This design comes from an exercise in tuning for small area, a short achievable clock period and few clock cycles per item on the open sky130 flow, not from production work. The RTL was checked by simulation tests, not by an equivalence proof against the original design.

`flow/design.v`:
```
module sha256_core (
    input  wire         clk,
    input  wire         rst,
    input  wire         start,
    input  wire [255:0] state_in,
    input  wire [511:0] block_in,
    output wire         ready,
    output reg          done,
    output reg  [255:0] state_out
);
    localparam [2047:0] K = {
        32'h428a2f98, 32'h71374491, 32'hb5c0fbcf, 32'he9b5dba5,
        32'h3956c25b, 32'h59f111f1, 32'h923f82a4, 32'hab1c5ed5,
        32'hd807aa98, 32'h12835b01, 32'h243185be, 32'h550c7dc3,
        32'h72be5d74, 32'h80deb1fe, 32'h9bdc06a7, 32'hc19bf174,
        32'he49b69c1, 32'hefbe4786, 32'h0fc19dc6, 32'h240ca1cc,
        32'h2de92c6f, 32'h4a7484aa, 32'h5cb0a9dc, 32'h76f988da,
        32'h983e5152, 32'ha831c66d, 32'hb00327c8, 32'hbf597fc7,
        32'hc6e00bf3, 32'hd5a79147, 32'h06ca6351, 32'h14292967,
        32'h27b70a85, 32'h2e1b2138, 32'h4d2c6dfc, 32'h53380d13,
        32'h650a7354, 32'h766a0abb, 32'h81c2c92e, 32'h92722c85,
        32'ha2bfe8a1, 32'ha81a664b, 32'hc24b8b70, 32'hc76c51a3,
        32'hd192e819, 32'hd6990624, 32'hf40e3585, 32'h106aa070,
        32'h19a4c116, 32'h1e376c08, 32'h2748774c, 32'h34b0bcb5,
        32'h391c0cb3, 32'h4ed8aa4a, 32'h5b9cca4f, 32'h682e6ff3,
        32'h748f82ee, 32'h78a5636f, 32'h84c87814, 32'h8cc70208,
        32'h90befffa, 32'ha4506ceb, 32'hbef9a3f7, 32'hc67178f2
    };
    reg        busy;      
    reg        fin;       
    reg  [3:0] grp;       
    reg  [255:0] wst;     
    reg  [255:0] hsave;   
    reg  [511:0] wwin;    
    assign ready = ~busy;
    wire [1279:0] rs;             
    assign rs[1279:1024] = wst;
    genvar i;
    generate
        for (i = 0; i < 4; i = i + 1) begin : g_round
            wire [255:0] s_in = rs[1279 - 256*i -: 256];
            wire [31:0] ra = s_in[255:224];
            wire [31:0] rb = s_in[223:192];
            wire [31:0] rc = s_in[191:160];
            wire [31:0] rd = s_in[159:128];
            wire [31:0] re = s_in[127:96];
            wire [31:0] rf = s_in[95:64];
            wire [31:0] rg = s_in[63:32];
            wire [31:0] rh = s_in[31:0];
            wire [5:0]  t  = {grp, 2'b00} + i;
            wire [31:0] kt = K[2047 - 32*t -: 32];
            wire [31:0] wt = wwin[511 - 32*i -: 32];
            wire [31:0] bs1 = {re[5:0], re[31:6]} ^ {re[10:0], re[31:11]} ^ {re[24:0], re[31:25]};
            wire [31:0] ch  = (re & rf) ^ (~re & rg);
            wire [31:0] bs0 = {ra[1:0], ra[31:2]} ^ {ra[12:0], ra[31:13]} ^ {ra[21:0], ra[31:22]};
            wire [31:0] maj = (ra & rb) ^ (ra & rc) ^ (rb & rc);
            wire [31:0] t1  = rh + bs1 + ch + kt + wt;
            wire [31:0] t2  = bs0 + maj;
            assign rs[1279 - 256*(i+1) -: 256] = {t1 + t2, ra, rb, rc, rd + t1, re, rf, rg};
        end
    endgenerate
    wire [127:0] wnew;            
    wire [639:0] wall = {wwin, wnew};
    generate
        for (i = 0; i < 4; i = i + 1) begin : g_sched
            wire [31:0] w_m16 = wall[639 - 32*i        -: 32];
            wire [31:0] w_m15 = wall[639 - 32*(i + 1)  -: 32];
            wire [31:0] w_m7  = wall[639 - 32*(i + 9)  -: 32];
            wire [31:0] w_m2  = wall[639 - 32*(i + 14) -: 32];
            wire [31:0] ss0 = {w_m15[6:0], w_m15[31:7]} ^ {w_m15[17:0], w_m15[31:18]} ^ {3'b000, w_m15[31:3]};
            wire [31:0] ss1 = {w_m2[16:0], w_m2[31:17]} ^ {w_m2[18:0], w_m2[31:19]} ^ {10'b0, w_m2[31:10]};
            assign wnew[127 - 32*i -: 32] = ss1 + w_m7 + ss0 + w_m16;
        end
    endgenerate
    always @(posedge clk) begin
        if (rst) begin
            busy <= 1'b0;
            fin  <= 1'b0;
            grp  <= 4'd0;
            done <= 1'b0;
        end else begin
            done <= 1'b0;
            if (!busy) begin
                if (start) begin
                    busy <= 1'b1;
                    fin  <= 1'b0;
                    grp  <= 4'd0;
                end
            end else if (!fin) begin
                grp <= grp + 4'd1;
                if (grp == 4'd15)
                    fin <= 1'b1;
            end else begin
                busy <= 1'b0;
                fin  <= 1'b0;
                done <= 1'b1;
            end
        end
    end
    always @(posedge clk) begin
        if (!busy) begin
            if (start) begin
                wst   <= state_in;
                hsave <= state_in;
                wwin  <= block_in;
            end
        end else if (!fin) begin
            wst  <= rs[255:0];
            wwin <= {wwin[383:0], wnew};
        end else begin
            state_out <= {hsave[255:224] + wst[255:224],
                          hsave[223:192] + wst[223:192],
                          hsave[191:160] + wst[191:160],
                          hsave[159:128] + wst[159:128],
                          hsave[127:96]  + wst[127:96],
                          hsave[95:64]   + wst[95:64],
                          hsave[63:32]   + wst[63:32],
                          hsave[31:0]    + wst[31:0]};
        end
    end
endmodule
```
`flow/run.sh`:
```
#!/bin/bash
# synth_recipe.tcl (not shown) runs the flow's synth.tcl, then flattens the netlist and writes it again
# the make line also repeats each setting of config.mk as NAME=value (left out here)
make -C /OpenROAD-flow-scripts/flow DESIGN_CONFIG=/design/flow/config.mk WORK_HOME=/design/flow/orfs CLKGATE_MAP_FILE= SYNTH_SCRIPT=/design/flow/synth_recipe.tcl finish
```
`flow/config.mk`:
```
export PLATFORM = sky130hd
export DESIGN_NAME = sha256_core
export DESIGN_NICKNAME = sha256_core
export VERILOG_FILES = /design/flow/design.v
export SDC_FILE = /design/flow/constraint.sdc
export NUM_CORES = 4
export LEC_CHECK = 0
export CAP_MARGIN = 20
export CORE_MARGIN = 2
export CORE_UTILIZATION = 40
export SLEW_MARGIN = 20
```
`flow/constraint.sdc`:
```
create_clock -name core_clock -period 34.0 [get_ports {clk}]
set_input_delay 6.8000 -clock core_clock [delete_from_list [all_inputs] [get_ports {clk}]]
set_output_delay 6.8000 -clock core_clock [all_outputs]
set_load 0.01 [all_outputs]
```
==> summary.md <==
The flow ran to the end and the layout has no timing, DRC or antenna violations. After clock tree synthesis, the setup repair step added 0 buffers. The clock net in this run drives a total of 1287 sinks.

The routed length per placed instance is 38.33 microns, and the number of warning messages in the yosys log is 1. After detailed routing, the number of remaining DRC violations is 0. The first-pass iteration count of the detailed router came out at 8. In this run the remaining antenna-violating nets after routing total 0. The run gives 12840 as the net count after synthesis.

The endpoint of the worst register-to-register path is wst[255]$_DFFE_PP_. Maximum buffer depth of the clock tree: 4. The most numerous cell type found on the critical path is sky130_fd_sc_hd__a21oi_1. The setup slack on the worst flop-to-flop path was 1.78 ns; the maximum clock rate was 31.04 MHz.

The total I/O pin count is 1029, and the fraction of the cycle the final worst path needs is 94.76%. For the die footprint, the log shows 287300 sq um. In this run the standard cell core region covers 281800 sq um. The first global-routing pass estimated 790.2 mm of wire.

The final hold violation count is 0, and the register bit total from synthesis is 1287. The tightest slew margin relative to the limit was 9.867%. The post-synthesis cell area was 113200 sq um. Setup slack closes at 1.783 ns. The worst setup timing slack at the placement stage was 1.233 ns; the detail-routed via count per cell was 5.832. Gates resized during post-CTS repair numbered 0.

The tools report the post-route non-filler standard cell count as 15830. Final count of pins violating max slew: 0. Counting flops with a built-in enable in the synthesized netlist gives 1280.

The ratio of cells with drive above 1 in the final layout was 13.15%. The capturing element of the worst setup path is wst[255]$_DFFE_PP_. In the synthesized netlist, the number of instances is 10530. The logs give 89 for the count of cell types in the netlist and 151 for the maximum number of pins on one net before global-route repair. The critical path runs through a total of 137 cells. After filler insertion, the fill cell instance count of the layout stands at 26100. Max-cap violations in this run came to 0. The tools report the count of routing violations after the opening detailed-route iteration as 11140. The family of cells with the greatest summed delay on the critical path is compound AO/OA/AOI/OAI gates.

Number of core rows: 195. The tools report the start point of the critical path as grp[0]$_SDFFE_PP0P_. The congestion estimate from routability-driven global placement came to 1.056. The global-route total usage across every layer is 41.29%, and the vertical extent of the die is 536.0 microns. For this configuration, the core starts out at a cell density of 40.17%. The total half-perimeter wirelength after legalization and detailed placement came out at 514.0 mm. By startpoint and endpoint, the worst setup path is classified as flip-flop to flip-flop.

The tools report the launching element type of the critical path as a flip-flop. TritonCTS built the clock tree. The clock-pin slew of the registers on the worst-case setup and hold paths was 0.06 ns. Of all flip-flops after synthesis, the portion carrying an async set or reset was 0%. The number of buffers and inverters on the critical path is 8.

The highest net fanout along the worst path came out at 28. For the post-cts hold buffer count, the log shows 0. The final-layout worst hold slack was 0.5115 ns.

Detailed routing inserted a total of 92320 vias. The clock insertion delay at the later pin of the skew report was 0.90 ns. For this run, the leading register cell type out of synthesis is sky130_fd_sc_hd__edfxtp_1. The floorplan step set the die width to 536.0 microns. For the pin with the worst max-slew slack, the measured transition is 1.342 ns. The logs give 89150 for the number of global-route vias before repair and 0 for the count of final setup violators.

Buffers placed on the I/O ports in this run total 1028. Counting the buffers created by CTS gives 158. For the worst setup path, the data required time is 34.69 ns.

The portion of the post-synthesis area used by sequential elements was 34.08%. Reg-to-reg critical path startpoint: grp[0]$_SDFFE_PP0P_. The run gives 65 as the number of antenna violations at the first check in global routing. The worst hold path belongs to the class flip-flop to flip-flop. The total instance count after detailed placement is 15500. After the last flow step, the layout net total stands at 14230. The sum of negative setup slack was 0 ns. The post-synthesis average cell area came out at 10.75 sq um. The post-detailed-routing wire length came out at 606.7 mm.

The slowest stage of the critical path is the sky130_fd_sc_hd__dfxtp_2 cell. The stage delay of the slowest cell on the critical path is 0.60 ns. The total overflow left after global routing is 0. The worst-case clock skew was 0.08634 ns; the depth of the worst register-to-register path was 137.

Data on the critical path arrives at its endpoint at 32.91 ns. The maximum level of the CTS H-tree came out at 4. The tools report the kind of end point of the critical path as a flip-flop. The area growth from synthesis to layout works out to 20.81%. The minimum period implied by the final worst setup slack was 32.22 ns. Cell at the root of the clock tree: sky130_fd_sc_hd__clkbuf_16.
==> how the worst min path moves through the flow <==
stage | slack, ns | start | endpoint | cells past startpoint
2_1_floorplan | 0.46 | fin$_SDFFE_PP0P_ | done$_SDFF_PP0_ | 2
3_3_place_gp | 0.53 | wwin[228]$_DFFE_PP_ | wwin[356]$_DFFE_PP_ | 1
3_5_place_dp | 0.53 | wwin[266]$_DFFE_PP_ | wwin[394]$_DFFE_PP_ | 1
4_1_cts | 0.52 | hsave[0]$_DFFE_PP_ | state_out[0]$_DFFE_PP_ | 1
5_1_grt | 0.56 | wwin[84]$_DFFE_PP_ | wwin[212]$_DFFE_PP_ | 1
6_report | 0.51 | hsave[0]$_DFFE_PP_ | state_out[0]$_DFFE_PP_ | 1
==> logic make-up (layout without fill, tap and decap cells) <==
kind of cell | count (synthesis) | after routing | synth area share, %
mux | 797 | 797 | 7.863
xor+xnor | 1677 | 1677 | 13.02
buf+inv | 1789 | 3298 | 5.943
fa+ha+maj | 1606 | 1606 | 22.61
simple gates | 1481 | 1481 | 6.052
compound gates | 1895 | 1895 | 10.44
other cells | 0 | 45 | 0
flops | 1287 | 1287 | 34.08
==> cell usage after synthesis, drive strengths merged, types with 57 or more instances <==
cell type / count / area share (%)
nand3: 110 / 0.49
inv: 1560 / 5.2
mux2i: 59 / 0.52
xor2: 413 / 3.2
a21oi: 591 / 2.6
nand2b: 82 / 0.46
nor3: 132 / 0.58
a21o: 222 / 1.5
o21ai: 456 / 2.0
nand2: 357 / 1.2
edfxtp: 1280 / 34
clkbuf: 207 / 0.69
maj3: 71 / 0.63
xnor2: 1263 / 9.8
nor2: 526 / 1.7
fa: 756 / 13
o21bai: 128 / 0.85
mux2: 738 / 7.3
ha: 779 / 8.6
o21a: 86 / 0.57
a31oi: 57 / 0.32
nor2b: 76 / 0.42
==> flip-flops by register name, summed over array words and instances, names as in the netlist <==
signal and cells:
wwin 512, wst 256, done 1, hsave 256
state_out 256, grp 4, fin 1, busy 1
==> routing by layer <==
layer | up-vias | share of wire, % | global-route usage [%]
li1 | 38810 | - | -
met1 | 46760 | 39 | 53.05
met2 | 5520 | 44 | 63.31
met3 | 1207 | 8.9 | 8.819
met4 | 16 | 7.5 | 25.95
met5 | - | 0.019 | 0
==> layout by cell type, fill, tap and decap left out, types with 76 or more instances in the layout <==
cell type / synthesis / routed
sky130_fd_sc_hd__nor3_1: 132 / 131
sky130_fd_sc_hd__xnor2_1: 1260 / 1170
sky130_fd_sc_hd__a21o_1: 222 / 222
sky130_fd_sc_hd__fa_1: 756 / 755
sky130_fd_sc_hd__buf_4: 1 / 420
sky130_fd_sc_hd__nand2_1: 356 / 356
sky130_fd_sc_hd__clkdlybuf4s50_1: 0 / 1028
sky130_fd_sc_hd__a21oi_1: 591 / 586
sky130_fd_sc_hd__o21a_1: 86 / 86
sky130_fd_sc_hd__xnor2_2: 2 / 91
sky130_fd_sc_hd__clkbuf_16: 0 / 160
sky130_fd_sc_hd__nor2_1: 526 / 522
sky130_fd_sc_hd__xor2_1: 413 / 386
sky130_fd_sc_hd__o21ai_0: 440 / 437
sky130_fd_sc_hd__nor2b_1: 76 / 76
sky130_fd_sc_hd__o21bai_1: 128 / 128
sky130_fd_sc_hd__edfxtp_1: 1280 / 1280
sky130_fd_sc_hd__nand3_1: 110 / 110
sky130_fd_sc_hd__ha_1: 779 / 778
sky130_fd_sc_hd__nand2b_1: 81 / 81
sky130_fd_sc_hd__inv_1: 1558 / 1556
sky130_fd_sc_hd__mux2_2: 738 / 738
==> through the flow <==
stage                     util [%]  instance area [sq um]
after floorplan                  -                 113200
after global placement       46.66                 131500
after detailed placement     46.69                 131600
after CTS                    48.47                 136600
after global routing         48.49                 136600
final                        48.53                 136800
==> area by class of cell <==
type | instances | area (sq um) | area share, %
Multi-Input combinational cell | 7456 | 68910 | 50.39
Sequential cell | 1287 | 38590 | 28.22
Timing Repair Buffer | 1454 | 13550 | 9.908
Inverter | 1563 | 5881 | 4.300
Tap cell | 3743 | 4683 | 3.425
Clock buffer | 187 | 4125 | 3.016
Clock inverter | 94 | 909.6 | 0.6651
Antenna cell | 45 | 112.6 | 0.08234
==> worst register-to-register path, delay by kind of cell (launching register included) <==
kind                     cells  cell delay (ns)
AO/OA/AOI/OAI               73            14.89
adder cells (fa/ha/maj)     20             8.28
AND/OR/NAND/NOR             25             4.80
XOR/XNOR                    11             2.09
buffers and inverters        8             1.40
flip-flops                   1             0.60
Testbench counts, summed over its fixed seeds: cycles 43,208, items 2,400.

-- separate check: timing with driven ports --
Ports are ideal in the flow. The routed layout listed here was re-timed in OpenROAD. Step 1 sets driving cells, clkbuf_16 on the clock port and buf_2 on the other inputs (assumed; they add their load-dependent delay and slew). Step 2 moves the port delays by t, midway between the first and last clock arrival at a register: inputs arrive t later, outputs are due t later. That takes back most of the time a late clock gives input paths. Three values: ideal, step 1, step 2; two values: the first two.
shift t [ns]: 0.971
slack for setup (ns): 1.783 / 1.783 / 1.783
hold WS [ns]: 0.512 / 0.512 / 0.512
After both steps setup and hold are still met in this run. For this run, drivers alone change the setup slack by 0.000 ns; drivers and shift together by 0.000 ns.
